Context: an optimization exercise on an open-source flow, tuned for small area, a short achievable clock period and few clock cycles per item. The choices shown serve that exercise and are no tape-out recipe. In this exercise RTL edits were held to simulation tests only and were not proved equivalent to the original.

## build 78
Design fe_channel, start of the top module:
module fe_channel (
    input  wire        clk,
    input  wire        rst,           
    input  wire        restart,
    input  wire        cfg_dc_en,
    input  wire [4:0]  cfg_k,         
    input  wire [1:0]  cfg_mode,      
    input  wire [5:0]  cfg_len,       
    input  wire [4:0]  cfg_sh_in,
    input  wire [4:0]  cfg_sh_dc,
    input  wire [4:0]  cfg_sh_fir,
    input  wire        coef_we,
    input  wire [3:0]  coef_addr,
    input  wire [17:0] coef_data,
    input  wire        in_valid,
    output wire        in_ready,
    input  wire [31:0] in_word,       
    input  wire        in_freeze,     
    output reg         out_valid,
    output reg  [31:0] out_word
);
For scale: ~28000 cells after synthesis, ~120 I/O pins.
export LEC_CHECK = 0
export ABC_AREA = 1
export CAP_MARGIN = 50
export CORE_MARGIN = 2
export CORE_UTILIZATION = 42
export PLACE_DENSITY = 0.5
export SETUP_SLACK_MARGIN = 0.5
export SLEW_MARGIN = 50
create_clock -name core_clock -period 17.0 [get_ports {clk}]
standard.sh (not shown) runs the stock make flow with config.mk's settings and CLKGATE_MAP_FILE= SYNTH_SCRIPT=/design/flow/synth_recipe.tcl, a recipe that flattens the netlist after the stock synthesis.
==> flow/flow/run.sh <==
#!/bin/bash
# Own layout flow: the standard.sh (ORFS, synthesis to finish) with
#  - the timing repair (floorplan, CTS, global route) asked to leave 11.5 ns of
#    setup slack at the 17 ns constraint, i.e. to work on every path longer
#    than 5.5 ns, and allowed to resize cells across footprints;
#  - ports buffered with buf_4 cells;
#  - global routing with less met1/met2 capacity (flow/fastroute.tcl);
#  - clock tree sinks clustered by 20 within 50 um, without dummy loads;
#  - after the standard synthesis, flow/invopt.py moves inverters around the
#    full adders (a full adder is self-dual), checked by simulation.
# The constraint (constraint.sdc) and the registers are not changed.
set -euo pipefail
cd "$(dirname "$0")/.."
LIB=/OpenROAD-flow-scripts/flow/platforms/sky130hd/lib/sky130_fd_sc_hd__tt_025C_1v80.lib
sed -e 's/SETUP_SLACK_MARGIN=[-0-9.]*/SETUP_SLACK_MARGIN=11.5/' \
    -e 's|"\${@:-finish}"|MATCH_CELL_FOOTPRINT=0 FASTROUTE_TCL=$PWD/flow/fastroute.tcl "CTS_ARGS=-sink_clustering_enable -repair_clock_nets -sink_clustering_size 20 -sink_clustering_max_diameter 50 -dont_use_dummy_load" "BUFFER_PORTS_ARGS=-buffer_cell sky130_fd_sc_hd__buf_4" "${@:-finish}"|' \
    standard.sh > flow_standard.sh
bash flow_standard.sh synth > synth.log 2>&1
R=orfs/results/sky130hd/fe_channel/base
cp $R/1_2_yosys.v $R/1_2_yosys_standard.v
python3 flow/invopt.py $R/1_2_yosys.v $LIB > invopt.log 2>&1 || echo "invopt failed: netlist left as synthesized" >> invopt.log
rm -f $R/1_synth.odb $R/1_synth.sdc
bash flow_standard.sh > layout.log 2>&1
Other scripts of this flow, unchanged in this note and not shown: flow/flow/fastroute.tcl, flow/flow/invopt.py
Testbench counts of build 78, summed over its fixed seeds: cycles 4,944, items 4,800.
> inputs changed (build 78 -> build 58)
- changing SLEW_MARGIN from 50 to 20
- changing CAP_MARGIN from 50 to 20
- changing CORE_UTILIZATION from 42 to 38
- changing PLACE_DENSITY from 0.5 to 0.45
[summary]
- In build 58 the count of clock-buffer cells in the layout turned out about 7% higher than in build 78.
- Comparing wire length for build 78 and build 58, the smaller number came from build 78.
- Build 58 finished all stages; however, its layout fails the closing checks, the failures being capacitance limit, slew limit.
- Comparing build 78 against build 58, there is no change at all in sequential cell count.
- Diode insertion count for antenna repair, build 78 and build 58: larger value in build 78
- Across both runs, count of max-cap constraint violations was higher for build 58 than for build 78.
- Changes observed in build 58 relative to build 78: number of buffers inserted during clock tree synthesis went up; design area did not really move; worst hold slack after final layout went up.
The following lists how build 11 was set up differently from build 58:
- CELL_PAD_IN_SITES_DETAIL_PLACEMENT now 1, previously not set
- CAP_MARGIN now 50, was 20
- CORE_UTILIZATION now 30, was 38
- SLEW_MARGIN now 50, was 20
- PLACE_DENSITY now 0.4, was 0.45
Notes after the runs:
| count of non-CTS inverters in the layout | build 58 vs build 11 | ≈ equal |. On pin count of the biggest net entering global routing: between build 58 and build 11, it ends up higher for build 58. Compared to build 58, the routing of build 11 uses more wire. Diff build 58 -> build 11 | cell area | up by a few percent. Build 11: die outline height higher than build 58. Global-route wire length before repair up 93000 um in build 11 wrt build 58. Build 11 ended with every stage complete and zero timing, DRC or antenna violations. met3 track demand over resource in global routing ends up lower on build 11. Between build 58 and build 11, post-route clock period utilization is lower for build 11, build 58 comes in above that.
Changes in build 6 relative to build 11:
- swapping 30 for 38 in CORE_UTILIZATION
- swapping 0.4 for 0.45 in PLACE_DENSITY
- clearing CELL_PAD_IN_SITES_DETAIL_PLACEMENT, which used to be 1
[summary]
Build 6 went all the way through the flow, and no timing, DRC or antenna check failed. Build 11 was routed with fewer vias than build 6. Compared to build 11, build 6 has final routed wirelength across all metal layers 3.2% lower. Detailed router's first-iteration violation count on build 6 is behind build 11. Higher global routing met3 resource utilization among build 11 and build 6: build 6. Upper clock frequency limit, build 11 and build 6: smaller value in build 6. cb12[2]$_DFFE_PP_ as the critical path launch point was reported by build 6, and xkn_sb[0]$_DFF_P_ by build 11. Build 6 vs build 11 — count of clock-buffer cells in the layout dropped 62. Design area (higher): build 11.

re-timing with driven ports:
Ports are ideal in the flow. The routed layouts listed here were re-timed in OpenROAD. Step 1, drivers: a clkbuf_16 drives clk and a buf_2 each remaining input, both assumed. Step 2 moves the port delays by t, midway between the first and last clock arrival at a register: inputs arrive t later, outputs are due t later. That takes back most of the time a late clock gives input paths. Slacks: ideal / step 1 / step 2; pairs: ideal / step 1.
run | t (ns) | setup slack, ns | worst setup path after step 2 | clock arrival spread, ns | pins driven straight from the clock port
build 78 | 1.313 | 11.672 / 11.672 / 11.666 | input to register | 0.169 / 0.169 | 1
build 58 | 1.319 | 11.164 / 11.164 / 11.164 | register to register | 0.139 / 0.139 | 1
build 11 | 1.216 | 11.713 / 11.713 / 11.627 | input to register | 0.149 / 0.149 | 1
build 6 | 1.308 | 11.656 / 11.656 / 11.656 | register to register | 0.131 / 0.130 | 1
For build 11, which loses most, drivers alone change the setup slack by 0.000 ns; drivers and shift together by -0.086 ns.
